What follows belongs to an exercise in optimizing a design on an open flow for small area, a short achievable clock period and few clock cycles per item; a production flow would make more cautious choices.
Function was checked by simulation only, so behaviour that the tests miss may differ from the original.

==> flow/design.v, too long to show whole: its modules and the start of the top module <==
// module law_unit: 294 lines
// module lu_mul16: 685 lines
// module lu_mul16x17: 731 lines
// module lu_mul_ad: 1393 lines
// module lu_mac_rep: 1455 lines
module law_unit (
    input  wire        clk,
    input  wire        rst,           
    input  wire        in_valid,
    output wire        in_ready,
    input  wire [15:0] qa,            
    input  wire [15:0] qb,
    input  wire [15:0] qc,
    input  wire [15:0] qd,
    input  wire        is_x,          
    input  wire [15:0] target,        
    input  wire [15:0] kp,            
    input  wire [15:0] ki,
    input  wire [15:0] a,
    input  wire [15:0] b,
    input  wire [15:0] krep,
    input  wire [15:0] shifts,        
    input  wire [15:0] ilim,          
    input  wire [15:0] u_min,         
    input  wire [15:0] u_max,         
    input  wire [15:0] rep_ahead,     
    input  wire [15:0] rep_now,       
    input  wire [15:0] rep_f,         
    input  wire [15:0] rep_l,         
    input  wire [15:0] ff,            
    input  wire [15:0] dith,          
    input  wire [39:0] i_in,          
    input  wire [31:0] d_in,          
    input  wire [15:0] e_prev_in,     
    input  wire        out_now_in,    
    output reg         out_valid,
    output reg  [15:0] m,             
    output reg  [15:0] e,             
    output reg  [15:0] u,             
    output reg  [39:0] i_out,         
    output reg  [31:0] d_out,         
    output reg  [15:0] rep_new,       
    output reg  [3:0]  flags          
);
  // ...
==> flow/run.sh <==
#!/bin/bash
# synth_recipe.tcl (not shown) runs the flow's synth.tcl, then flattens the netlist and writes it again
# the make line also repeats each setting of config.mk as NAME=value (left out here)
make -C /OpenROAD-flow-scripts/flow DESIGN_CONFIG=/design/flow/config.mk WORK_HOME=/design/flow/orfs CLKGATE_MAP_FILE= SYNTH_SCRIPT=/design/flow/synth_recipe.tcl finish
==> flow/config.mk <==
export PLATFORM = sky130hd
export DESIGN_NAME = law_unit
export DESIGN_NICKNAME = law_unit
export VERILOG_FILES = /design/flow/design.v
export SDC_FILE = /design/flow/constraint.sdc
export NUM_CORES = 4
export LEC_CHECK = 0
export CAP_MARGIN = 20
export CORE_MARGIN = 2
export CORE_UTILIZATION = 44
export CTS_BUF_LIST = sky130_fd_sc_hd__clkbuf_16
export CTS_CLUSTER_SIZE = 30
export SLEW_MARGIN = 20
==> flow/constraint.sdc <==
create_clock -name core_clock -period 40.0 [get_ports {clk}]
set_input_delay 8.0000 -clock core_clock [delete_from_list [all_inputs] [get_ports {clk}]]
set_output_delay 8.0000 -clock core_clock [all_outputs]
set_load 0.01 [all_outputs]
==> impl_metrics.ini, run 1 <==
[run_status]
status = timing/DRC/antenna clean

[place]
hpwl_mm = 349
placed_cells = 22600
port_buffers = 554

[sta]
slew_violations = 0
setup_viol = 0
setup_slack_ns = 30.14

[cells_and_area]
largest_register_ffs = 1239
top_register = g_div.g_reg.x_q
inverters = 2648
layout.nonclk_buf_frac = 0.0338
area_growth_pct = 12.3
multi_input_area_sq_mm = 0.102
final_common_cell = dfxtp_1
multi_input_area_share = 0.526

[floorplanning]
num_rows = 230
initial_core_util = 0.442

[synthesis]
synth_top_area_frac = 0.340
async_flop_share = 0
synth-compound-area-share = 0.0988
ys_top_cells_by_area = dfxtp_1 (34%), fa_1 (21%), ha_1 (8.9%)
synth-edff-count = 0
postSynthCellCount = 17300

[global_routing]
grtUsageMet2 = 0.394
grt_use_met3 = 0.0254
grt_pass1_wl_mm = 718
gr-usage-all-layers = 0.232
overflow = 0
antenna_found_initial = 33

[clock_tree]
cts_sinks = 2941
clk_path_buf_depth = 4
cts_root_buf = clkbuf_16
insertion_delay_ns = 0.97

[detailed_routing]
wl_per_cell_microns = 19.9
drc = 0

[critical_path]
startpoint = i_out[12]$_DFF_P_
reg2reg_depth = 38
crit_chain = clkdlybuf4s50_1
reg2reg_from = s0_qc[0]$_DFF_P_
Testbench counts, summed over its fixed seeds: cycles 4,872, items 4,800.
==> run 2, diff against run 1 <==
--- a/flow/config.mk
+++ b/flow/config.mk
@@ -9,5 +9,6 @@
 export CORE_MARGIN = 2
 export CORE_UTILIZATION = 44
 export CTS_BUF_LIST = sky130_fd_sc_hd__clkbuf_16
-export CTS_CLUSTER_SIZE = 30
+export CTS_CLUSTER_DIAMETER = 100
+export CTS_CLUSTER_SIZE = 20
 export SLEW_MARGIN = 20
==> impl_metrics.ini, run 2 <==
[run_status]
status = timing/DRC/antenna clean

[detailed_routing]
vias = 117000
wirelength_mm = 457
met3WireLength_mm = 20.9
wl_per_cell_microns = 20.0
ant_nets = 0
first_iter_violations = 7040
vias_per_cell = 5.12
dr.pass1.iters = 7
drc = 0
route.top_layer_used = met5
wl_met2_mm = 218
met1_length_mm = 201

[synthesis]
netlist_area_sq_mm = 0.173
synth_nets = 20700
synthAdderAreaFrac = 0.301
avgSynthCellArea_sq_um = 10.0
synth-edff-count = 0
synth_top_area_frac = 0.340
synth_simple_gate_area_frac = 0.133
synth_top_family_by_area = adder cells
ys_top_cells_by_area = dfxtp_1 (34%), fa_1 (21%), ha_1 (8.9%)
synth_xor_area_frac = 0.0364
synth_most_common_cell = dfxtp_1
postSynthCellCount = 17300
synthDistinctLibCells = 91
yosysTopAreaCell = dfxtp_1
synthMuxAreaShare = 0.0213
yosys_warnings = 1
synthFlopType = dfxtp_1
ys_ff_latch = 2941
synth-compound-area-share = 0.0988
yosys-top-cells-count = dfxtp_1 (2941), inv_1 (2639), fa_1 (1830)
ys_seq_area_frac = 0.340
async_flop_share = 0

[global_routing]
gr-usage-all-layers = 0.229
grt_max_degree = 53
grt_pass1_wl_mm = 711
antenna_found_initial = 31
overflow = 0
grt_pass1_vias = 121000

[critical_path]
cpPeakStageDelay_ns = 0.56
worst-path-buf-inv = 1
critical-path-top-delay-family = buffers and inverters
start_kind = flop
end_kind = primary output
slowest_stage = clkdlybuf4s50_1
crit_chain = clkdlybuf4s50_1
crit_arrival_ns = 1.86
path_class = flop to primary output
cp_max_fo = 1
worstPathRequired_ns = 32.00

[cells_and_area]
design_area_sq_mm = 0.190
fillers = 36400
area_growth_pct = 9.68
final_layout_size_suffix_gt1_frac = 0.0368
fin_nets = 21100
final_common_cell = dfxtp_1
final_cell_mix = dfxtp_1 (2908), inv_1 (2645), fa_1 (1830)
top_register = g_div.g_reg.x_q
reg_top3 = g_div.g_reg.x_q x1239, g_div.g_reg.s3_q x80, g_div.g_reg.w_q x72
largest_register_ffs = 1239

[sta]
grt_setup_unrepaired = no
skew_ns = 0.135
worst_pin_slew_ns = 1.15
final.setup.tns_ns = 0
setup_viol = 0
fin_crit_sh = 0.247
fmax_mhz = 101
timing.final.hold_violations = 0
slew_violations = 0
max_slew_margin = 0.230
finalWorstPathRequiredPeriod_ns = 9.86

[floorplanning]
num_rows = 230
die_w_microns = 631
initial_core_util = 0.442
core_area_sq_mm = 0.392
ios = 555
dieHeight_microns = 631
dieArea_sq_mm = 0.399

[clock_tree]
clk_path_buf_depth = 4
cts_sinks = 2941
cts-resized-gates = 0
cts_hold_buf = 0
cts_setup_buffers = 0
cts_buffers = 189
tritoncts = built
cts_root_buf = clkbuf_16
insertion_delay_ns = 0.99
cts.htree.levels = 4
clkTransAtPathRegs_ns = 0.08

[place]
placed_area_sq_mm = 0.184
port_buffers = 554
place.gp.congestion = 0.936
hpwl_mm = 349

[hold_path]
hold_path_class = flop to flop

[run]
cap_violations = 0
## run 2: cell counts after synthesis
Identical to the previous run, type by type.
## run 2: worst paths after layout
| path | cells after the start | end | from | slack, ns |
|---|---|---|---|---|
| setup / recovery | 1 | i_out[12] | i_out[12]$_DFF_P_ | 30.14 |
| hold reg to reg | 0 | ra_adr[20]$_DFF_P_ | re_adr[20]$_DFF_P_ | 0.21 |
| hold / removal | 0 | ra_adr[20]$_DFF_P_ | re_adr[20]$_DFF_P_ | 0.21 |
| setup reg to reg | 38 | g_div[0].g_reg.w_q[16]$_DFF_P_ | s0_qc[0]$_DFF_P_ | 30.41 |
## run 2: metrics by stage
| step | hold slack (ns) | cells | setup WS (ns) | util |
|---|---|---|---|---|
| 3_3_place_gp | 0.310 | 22600 | 30.43 | 0.470 |
| 5_1_grt | 0.211 | 22900 | 29.41 | 0.484 |
| 2_1_floorplan | 0.310 | 17300 | 31.01 | - |
| 4_1_cts | 0.209 | 22900 | 30.04 | 0.484 |
| 6_report | 0.206 | 22900 | 30.14 | 0.484 |
| 3_5_place_dp | 0.312 | 22600 | 30.46 | 0.470 |
## run 2: routing by layer
metal	global-route usage	vias to the layer above
li1	-	55900
met5	0	-
met4	0.0769	2
met2	0.392	2786
met1	0.304	57700
met3	0.0228	719
## run 2: final cells by class
class	count	area, sq um	share of cell area
Inverter	2648	9940	0.0523
Clock inverter	62	862	0.00454
Tap cell	5220	6530	0.0344
Clock buffer	190	4750	0.0250
Sequential cell	2941	58900	0.310
Multi-Input combinational cell	11100	102000	0.539
Antenna cell	14	35.0	0.000184
Timing Repair Buffer	690	6570	0.0346
## run 2: kinds of logic (layout without fill, tap and decap cells)
kind of cell | count (synthesis) | after routing
mux | 283 | 283
compound gates | 2649 | 2649
xor+xnor | 720 | 720
buf+inv | 3211 | 3590
fa+ha+maj | 3073 | 3073
other cells | 0 | 14
simple gates | 4387 | 4387
flops | 2941 | 2941
==> run 3, diff against run 2 <==
--- a/flow/config.mk
+++ b/flow/config.mk
@@ -10,5 +10,5 @@
 export CORE_UTILIZATION = 44
 export CTS_BUF_LIST = sky130_fd_sc_hd__clkbuf_16
 export CTS_CLUSTER_DIAMETER = 100
-export CTS_CLUSTER_SIZE = 20
+export CTS_CLUSTER_SIZE = 26
 export SLEW_MARGIN = 20
==> impl_metrics.ini, run 3 <==
[run_status]
status = timing/DRC/antenna clean

[critical_path]
end_kind = primary output
cpPeakStageDelay_ns = 0.56
crit_arrival_ns = 1.85
startpoint = i_out[12]$_DFF_P_
crit_chain = clkdlybuf4s50_1
worstPathRequired_ns = 32.00
path_class = flop to primary output
worst-path-buf-inv = 1
slowest_stage = clkdlybuf4s50_1
rr_endpoint = g_div[0].g_reg.w_q[16]$_DFF_P_
reg2reg_depth = 38
cp_max_fo = 1
path_depth = 1
reg2reg_from = s0_qc[0]$_DFF_P_
start_kind = flop
reg2reg_slack_ns = 30.45
critical-path-top-delay-family = buffers and inverters

[clock_tree]
cts_root_buf = clkbuf_16
cts_sinks = 2941
clkTransAtPathRegs_ns = 0.10
cts_buffers = 159
insertion_delay_ns = 0.99
cts_hold_buf = 0
clk_path_buf_depth = 4
cts_setup_buffers = 0
tritoncts = built
cts-resized-gates = 0
cts.htree.levels = 4

[sta]
finalWorstPathRequiredPeriod_ns = 9.85
worst_pin_slew_ns = 1.08
max_slew_margin = 0.277
setup_slack_ns = 30.15
grt_setup_unrepaired = no
timing.final.hold_violations = 0
hold_ws_ns = 0.219
final.setup.tns_ns = 0
skew_ns = 0.141
slew_violations = 0
fin_crit_sh = 0.246
fmax_mhz = 102
setup_viol = 0

[hold_path]
hold_start = g_div[6].g_reg.x_q[213]$_DFF_P_
worstHoldPathCells = 0
min_to = re_pre[8]$_DFF_P_
hold_path_class = flop to flop

[detailed_routing]
ant_nets = 0
dr.pass1.iters = 6
wirelength_mm = 456
drc = 0
wl_per_cell_microns = 20.0
vias_per_cell = 5.11
first_iter_violations = 6880
vias = 117000

[global_routing]
grt_use_met3 = 0.0240
use_met1 = 0.304
grt_pass1_vias = 121000
grt_max_degree = 53
grt.busiest_layer = met2
gr-usage-all-layers = 0.229
antenna_found_initial = 30
grtUsageMet2 = 0.391
grt_pass1_wl_mm = 710
overflow = 0

[run]
cap_violations = 0

[synthesis]
yosysTopAreaCell = dfxtp_1
synthDistinctLibCells = 91
synth_nets = 20700
netlist_area_sq_mm = 0.173
yosys-top-cells-count = dfxtp_1 (2941), inv_1 (2639), fa_1 (1830)
postSynthCellCount = 17300
yosys_warnings = 1
ys_seq_area_frac = 0.340
ys_top_cells_by_area = dfxtp_1 (34%), fa_1 (21%), ha_1 (8.9%)
async_flop_share = 0
synth-edff-count = 0
synth_most_common_cell = dfxtp_1
synth_top_area_frac = 0.340
ys_ff_latch = 2941
synthFlopType = dfxtp_1
avgSynthCellArea_sq_um = 10.0

[place]
place.gp.congestion = 0.936
hpwl_mm = 349
port_buffers = 554
place_ws_ns = 30.46
placed_area_sq_mm = 0.184

[cells_and_area]
top_register = g_div.g_reg.x_q
final_cell_mix = dfxtp_1 (2908), inv_1 (2645), fa_1 (1830)
area_growth_pct = 9.38
largest_register_ffs = 1239
design_area_sq_mm = 0.189
final_layout_size_suffix_gt1_frac = 0.0356
fin_nets = 21000
final_common_cell = dfxtp_1
reg_top3 = g_div.g_reg.x_q x1239, g_div.g_reg.s3_q x80, g_div.g_reg.w_q x72

[floorplanning]
initial_core_util = 0.442
core_area_sq_mm = 0.392
ios = 555
dieArea_sq_mm = 0.399
dieHeight_microns = 631
num_rows = 230
die_w_microns = 631
## run 3: final cells by class
type / count / area [sq um]
fill: 36500 / 203000
timing repair buffer: 690 / 6570
clock buffer: 162 / 4050
multi-input combinational: 11100 / 102000
tap: 5220 / 6530
clock inverter: 67 / 1040
sequential: 2941 / 58900
inverter: 2648 / 9940
antenna: 13 / 32.5
## run 3: logic make-up after synthesis
kind of cell    Yosys count  synth area share
buf+inv                3211            0.0697
xor+xnor                720            0.0364
flops                  2941             0.340
compound gates         2649            0.0988
simple gates           4387             0.133
mux                     283            0.0213
fa+ha+maj              3073             0.301
## run 3: how the worst max path moves through the flow
stage | to | slack, ns
finish | i_out[12] | 30.15
floorplan | s0_qx[0]$_DFF_P_ | 31.01
CTS | i_out[12] | 30.05
detailed placement | g_div[0].g_reg.w_q[12]$_DFF_P_ | 30.46
global placement | g_div[0].g_reg.w_q[17]$_DFF_P_ | 30.43
global route | g_div[0].g_reg.w_q[7]$_DFF_P_ | 29.42
## run 3: through the flow
stage	std cells	util
2_1_floorplan	17300	-
3_5_place_dp	22600	0.470
5_1_grt	22800	0.483
4_1_cts	22800	0.483
3_3_place_gp	22600	0.470
6_report	22900	0.483
## run 3: metal layers
| metal | part of all wire | vias to the layer above |
|---|---|---|
| li1 | - | 55800 |
| met1 | 0.44 | 57500 |
| met2 | 0.48 | 2762 |
| met3 | 0.048 | 715 |
| met4 | 0.036 | 2 |
| met5 | 0.000033 | - |
==> run 4, diff against run 3 <==
--- a/flow/config.mk
+++ b/flow/config.mk
@@ -7,7 +7,7 @@
 export LEC_CHECK = 0
 export CAP_MARGIN = 20
 export CORE_MARGIN = 2
-export CORE_UTILIZATION = 44
+export CORE_UTILIZATION = 55
 export CTS_BUF_LIST = sky130_fd_sc_hd__clkbuf_16
 export CTS_CLUSTER_DIAMETER = 100
 export CTS_CLUSTER_SIZE = 26
==> impl_metrics.ini, run 4 <==
[cells_and_area]
largest_register_ffs = 1239
final_layout_size_suffix_gt1_frac = 0.0352
fin_nets = 21000
top_register = g_div.g_reg.x_q
final_cell_mix = dfxtp_1 (2910), inv_1 (2642), fa_1 (1830)
final_common_cell = dfxtp_1
fillers = 27300
reg_top3 = g_div.g_reg.x_q x1239, g_div.g_reg.s3_q x80, g_div.g_reg.w_q x72
area_growth_pct = 8.60

[detailed_routing]
vias_per_cell = 5.36
first_iter_violations = 7544
ant_nets = 0
dr.pass1.iters = 6
drc = 0
vias = 117000
wirelength_mm = 444
wl_per_cell_microns = 20.4

[place]
place.gp.congestion = 0.941
hpwl_mm = 341
port_buffers = 554

[synthesis]
yosys-top-cells-count = dfxtp_1 (2941), inv_1 (2639), fa_1 (1830)
ys_ff_latch = 2941
avgSynthCellArea_sq_um = 10.0
yosys_warnings = 1
synthDistinctLibCells = 91
netlist_area_sq_mm = 0.173
synth_top_area_frac = 0.340
async_flop_share = 0
ys_seq_area_frac = 0.340
synth_most_common_cell = dfxtp_1
ys_top_cells_by_area = dfxtp_1 (34%), fa_1 (21%), ha_1 (8.9%)
synth_nets = 20700
yosysTopAreaCell = dfxtp_1
postSynthCellCount = 17300
synthFlopType = dfxtp_1
synth-edff-count = 0

[run]
cap_violations = 0

[clock_tree]
cts-resized-gates = 0
cts.htree.levels = 4
insertion_delay_ns = 0.93
cts_root_buf = clkbuf_16
cts_hold_buf = 0
cts_buffers = 159
tritoncts = built
clkTransAtPathRegs_ns = 0.09
cts_setup_buffers = 0
cts_sinks = 2941
clk_path_buf_depth = 4

[floorplanning]
initial_core_util = 0.551
core_area_sq_mm = 0.314
dieHeight_microns = 565
die_w_microns = 565
num_rows = 206
dieArea_sq_mm = 0.319
ios = 555

[critical_path]
path_class = flop to primary output
worst-path-buf-inv = 1
reg2reg_slack_ns = 30.49
crit_arrival_ns = 1.80
cpPeakStageDelay_ns = 0.56
critical-path-top-delay-family = buffers and inverters
crit_chain = clkdlybuf4s50_1
end_kind = primary output
start_kind = flop
cp_max_fo = 1
slowest_stage = clkdlybuf4s50_1
worstPathRequired_ns = 32.00

[sta]
grt_setup_unrepaired = no
timing.final.hold_violations = 0
hold_ws_ns = 0.295
finalWorstPathRequiredPeriod_ns = 9.80
fin_crit_sh = 0.245
final.setup.tns_ns = 0
slew_violations = 0
fmax_mhz = 102
setup_viol = 0
max_slew_margin = 0.285
skew_ns = 0.0779
worst_pin_slew_ns = 1.07

[global_routing]
overflow = 0
antenna_found_initial = 35
gr-usage-all-layers = 0.279
grt_max_degree = 53
grt_pass1_vias = 119000
grt_pass1_wl_mm = 690

[hold_path]
hold_path_class = flop to flop

[run_status]
status = timing/DRC/antenna clean
-- run 4: cell counts after synthesis --
Identical to the previous run, type by type.
-- run 4: worst paths after layout --
| check | startpoint | end | cells after the start |
|---|---|---|---|
| worst max-delay path | d_out[19]$_SDFF_PP1_ | d_out[19] | 1 |
| worst min-delay path | g_div[0].g_reg.x_q[15]$_DFF_P_ | g_div[2].g_reg.x_q[15]$_DFF_P_ | 0 |
| worst max register to register | s0_qc[0]$_DFF_P_ | g_div[0].g_reg.w_q[16]$_DFF_P_ | 38 |
| worst min register to register | g_div[0].g_reg.x_q[15]$_DFF_P_ | g_div[2].g_reg.x_q[15]$_DFF_P_ | 0 |
-- run 4: kinds of logic (layout without fill, tap and decap cells) --
kind of cell               count (synthesis)  in the layout  share of synthesized area
muxes                                    283            283                     0.0213
and+or+nand+nor                         4387           4387                      0.133
DFF                                     2941           2941                      0.340
AOI/OAI and AO/OA                       2649           2649                     0.0988
xor gates and xnor gates                 720            720                     0.0364
buffers and inverters                   3211           3556                     0.0697
other                                      0             10                          0
adders and majority gates               3073           3073                      0.301
-- run 4: layout make-up --
| type | instances | area [sq um] | area share |
|---|---|---|---|
| Clock buffer | 160 | 4000 | 0.0213 |
| Antenna cell | 10 | 25.0 | 0.000133 |
| Tap cell | 4160 | 5200 | 0.0277 |
| Timing Repair Buffer | 683 | 6520 | 0.0346 |
| Sequential cell | 2941 | 58900 | 0.313 |
| Clock inverter | 65 | 1120 | 0.00595 |
| Multi-Input combinational cell | 11100 | 102000 | 0.544 |
| Inverter | 2648 | 9940 | 0.0528 |
-- run 4: metal layers --
metal  GRT usage  share of wire
met1       0.388           0.45
met2       0.463           0.47
met3      0.0301          0.050
met4      0.0810          0.031
met5           0              0
-- run 4: stage by stage --
step                      instances  area (sq um)  utilization  worst slack [ns]
after floorplan               17300        173000            -             31.01
after global placement        21500        183000        0.582             30.65
after detailed placement      21500        183000        0.582             30.48
after CTS                     21800        188000        0.599             30.10
after global routing          21800        188000        0.599             29.56
final                         21800        188000        0.599             30.20
==> run 5, diff against run 4 <==
--- a/flow/config.mk
+++ b/flow/config.mk
@@ -10,5 +10,5 @@
 export CORE_UTILIZATION = 55
 export CTS_BUF_LIST = sky130_fd_sc_hd__clkbuf_16
 export CTS_CLUSTER_DIAMETER = 100
-export CTS_CLUSTER_SIZE = 26
+export CTS_CLUSTER_SIZE = 20
 export SLEW_MARGIN = 20
==> impl_metrics.ini, run 5 <==
[cells_and_area]
fin_nets = 21000
final_layout_size_suffix_gt1_frac = 0.0365
reg_top3 = g_div.g_reg.x_q x1239, g_div.g_reg.s3_q x80, g_div.g_reg.w_q x72
top_register = g_div.g_reg.x_q
final_cell_count_no_fill = 21800
final_cell_mix = dfxtp_1 (2910), inv_1 (2643), fa_1 (1830)
largest_register_ffs = 1239
final_common_cell = dfxtp_1
area_growth_pct = 8.89

[synthesis]
synthFlopType = dfxtp_1
synth_top_area_frac = 0.340
yosys-top-cells-count = dfxtp_1 (2941), inv_1 (2639), fa_1 (1830)
synthDistinctLibCells = 91
ys_seq_area_frac = 0.340
ys_ff_latch = 2941
netlist_area_sq_mm = 0.173
yosys_warnings = 1
synth_most_common_cell = dfxtp_1
ys_top_cells_by_area = dfxtp_1 (34%), fa_1 (21%), ha_1 (8.9%)
synth-edff-count = 0
avgSynthCellArea_sq_um = 10.0
synth_nets = 20700
async_flop_share = 0
postSynthCellCount = 17300
yosysTopAreaCell = dfxtp_1

[clock_tree]
cts_setup_buffers = 0
clk_path_buf_depth = 4
cts-resized-gates = 0
clkTransAtPathRegs_ns = 0.08
cts.htree.levels = 4
cts_root_buf = clkbuf_16
cts_hold_buf = 0
insertion_delay_ns = 0.98
cts_buffers = 189
tritoncts = built
cts_sinks = 2941

[critical_path]
crit_chain = clkdlybuf4s50_1
path_class = flop to primary output
crit_arrival_ns = 1.82
worstPathRequired_ns = 32.00
cp_max_fo = 1
critical-path-top-delay-family = buffers and inverters
cpPeakStageDelay_ns = 0.55
slowest_stage = clkdlybuf4s50_1
start_kind = flop
end_kind = primary output
worst-path-buf-inv = 1

[run_status]
status = timing/DRC/antenna clean

[sta]
grt_setup_unrepaired = no
max_slew_margin = 0.270
timing.final.hold_violations = 0
finalWorstPathRequiredPeriod_ns = 9.82
fin_crit_sh = 0.245
worst_pin_slew_ns = 1.09
slew_violations = 0
setup_viol = 0
final.setup.tns_ns = 0
skew_ns = 0.102
hold_ws_ns = 0.258
setup_slack_ns = 30.18
fmax_mhz = 102

[detailed_routing]
wirelength_mm = 445
dr.pass1.iters = 6
vias_per_cell = 5.36
wl_per_cell_microns = 20.4
vias = 117000
first_iter_violations = 7411
drc = 0
ant_nets = 0

[global_routing]
gr-usage-all-layers = 0.280
antenna_found_initial = 44
grt_pass1_wl_mm = 691
grt_pass1_vias = 119000
overflow = 0
grt_max_degree = 53

[place]
hpwl_mm = 341
place.gp.congestion = 0.941
placed_cells = 21500
port_buffers = 554
place_ws_ns = 30.48

[hold_path]
hold_path_class = flop to flop

[floorplanning]
num_rows = 206
initial_core_util = 0.551
die_w_microns = 565
dieArea_sq_mm = 0.319
ios = 555
dieHeight_microns = 565
core_area_sq_mm = 0.314

[run]
cap_violations = 0
==> run 5: changes by cell type in the layout (fill, tap and decap cells not counted), sizes merged <==
| cell | previous run | this run |
|---|---|---|
| clkinvlp | 1 | 7 |
| clkbuf | 160 | 190 |
| clkinv | 39 | 18 |
| bufinv | 4 | 6 |
| inv | 2669 | 2675 |
==> run 5: cells by family after synthesis <==
group / after synthesis / synth area share
and+or+nand+nor: 4387 / 0.133
buffers and inverters: 3211 / 0.0697
adders and majority gates: 3073 / 0.301
DFF: 2941 / 0.340
AOI/OAI and AO/OA: 2649 / 0.0988
xor gates and xnor gates: 720 / 0.0364
muxes: 283 / 0.0213
==> run 5: final cells by class <==
cell class / instances / area, sq um
Inverter: 2648 / 9940
Multi-Input combinational cell: 11100 / 102000
Clock buffer: 190 / 4750
Antenna cell: 10 / 25.0
Clock inverter: 58 / 881
Timing Repair Buffer: 683 / 6520
Sequential cell: 2941 / 58900
Fill cell: 27300 / 126000
Tap cell: 4160 / 5200
==> run 5: final timing paths <==
kind                                  startpoint                        endpoint  slack, ns  cells after the start
hold / removal    g_div[0].g_reg.x_q[15]$_DFF_P_  g_div[2].g_reg.x_q[15]$_DFF_P_       0.26                      0
setup reg to reg                s0_qc[0]$_DFF_P_   g_div[0].g_reg.w_q[0]$_DFF_P_      30.47                     38
hold reg to reg   g_div[0].g_reg.x_q[15]$_DFF_P_  g_div[2].g_reg.x_q[15]$_DFF_P_       0.26                      0
setup / recovery                i_out[8]$_DFF_P_                        i_out[8]      30.18                      1
==> run 5: layer usage <==
| layer | global-route usage | share of wire | vias up | routed length (microns) |
|---|---|---|---|---|
| li1 | - | - | 55900 | - |
| met1 | 0.388 | 0.45 | 57600 | 201000 |
| met2 | 0.464 | 0.47 | 2817 | 207000 |
| met3 | 0.0316 | 0.052 | 611 | 23200 |
| met4 | 0.0808 | 0.031 | 0 | 14000 |
| met5 | 0 | 0 | - | 0 |
==> run 5: through the flow <==
step	utilization	instance area, sq um
CTS	0.600	189000
floorplan	-	173000
global placement	0.582	183000
detailed placement	0.582	183000
finish	0.600	189000
global route	0.600	189000

-- what the ideal ports hide --
The results above use ideal ports. As a check the final layouts listed here were re-extracted and re-timed, cells and wires unchanged. Step 1 (the two cells are an assumption about what drives the block):
set clk [get_ports {clk}]
set_driving_cell -lib_cell sky130_fd_sc_hd__clkbuf_16 $clk
set_driving_cell -lib_cell sky130_fd_sc_hd__buf_2 [delete_from_list [all_inputs] $clk]
Step 2 adds t to the input delays and takes it off the output delays; t is the mean of the earliest and latest rising clock arrival at the registers after step 1. Input paths then give back, and output paths get back, about the clock's delay inside the block. Three values: no drivers, after step 1, after step 2; two values: the first two.
run	shift t [ns]	setup WS [ns]	hold WS [ns]	worst data-port slew with drivers (ns)	cell pins on the clock port's net
run 1	1.035	30.137 / 30.029 / 30.412	0.247 / 0.247 / 0.247	0.07	1
run 2	1.036	30.136 / 30.029 / 30.415	0.206 / 0.206 / 0.206	0.07	1
run 3	1.027	30.150 / 30.045 / 30.448	0.219 / 0.219 / 0.219	0.06	1
run 4	0.997	30.201 / 30.100 / 30.491	0.295 / 0.295 / 0.295	0.07	1
run 5	1.025	30.184 / 30.079 / 30.472	0.258 / 0.258 / 0.258	0.07	1
After both steps setup and hold are still met in every run listed.
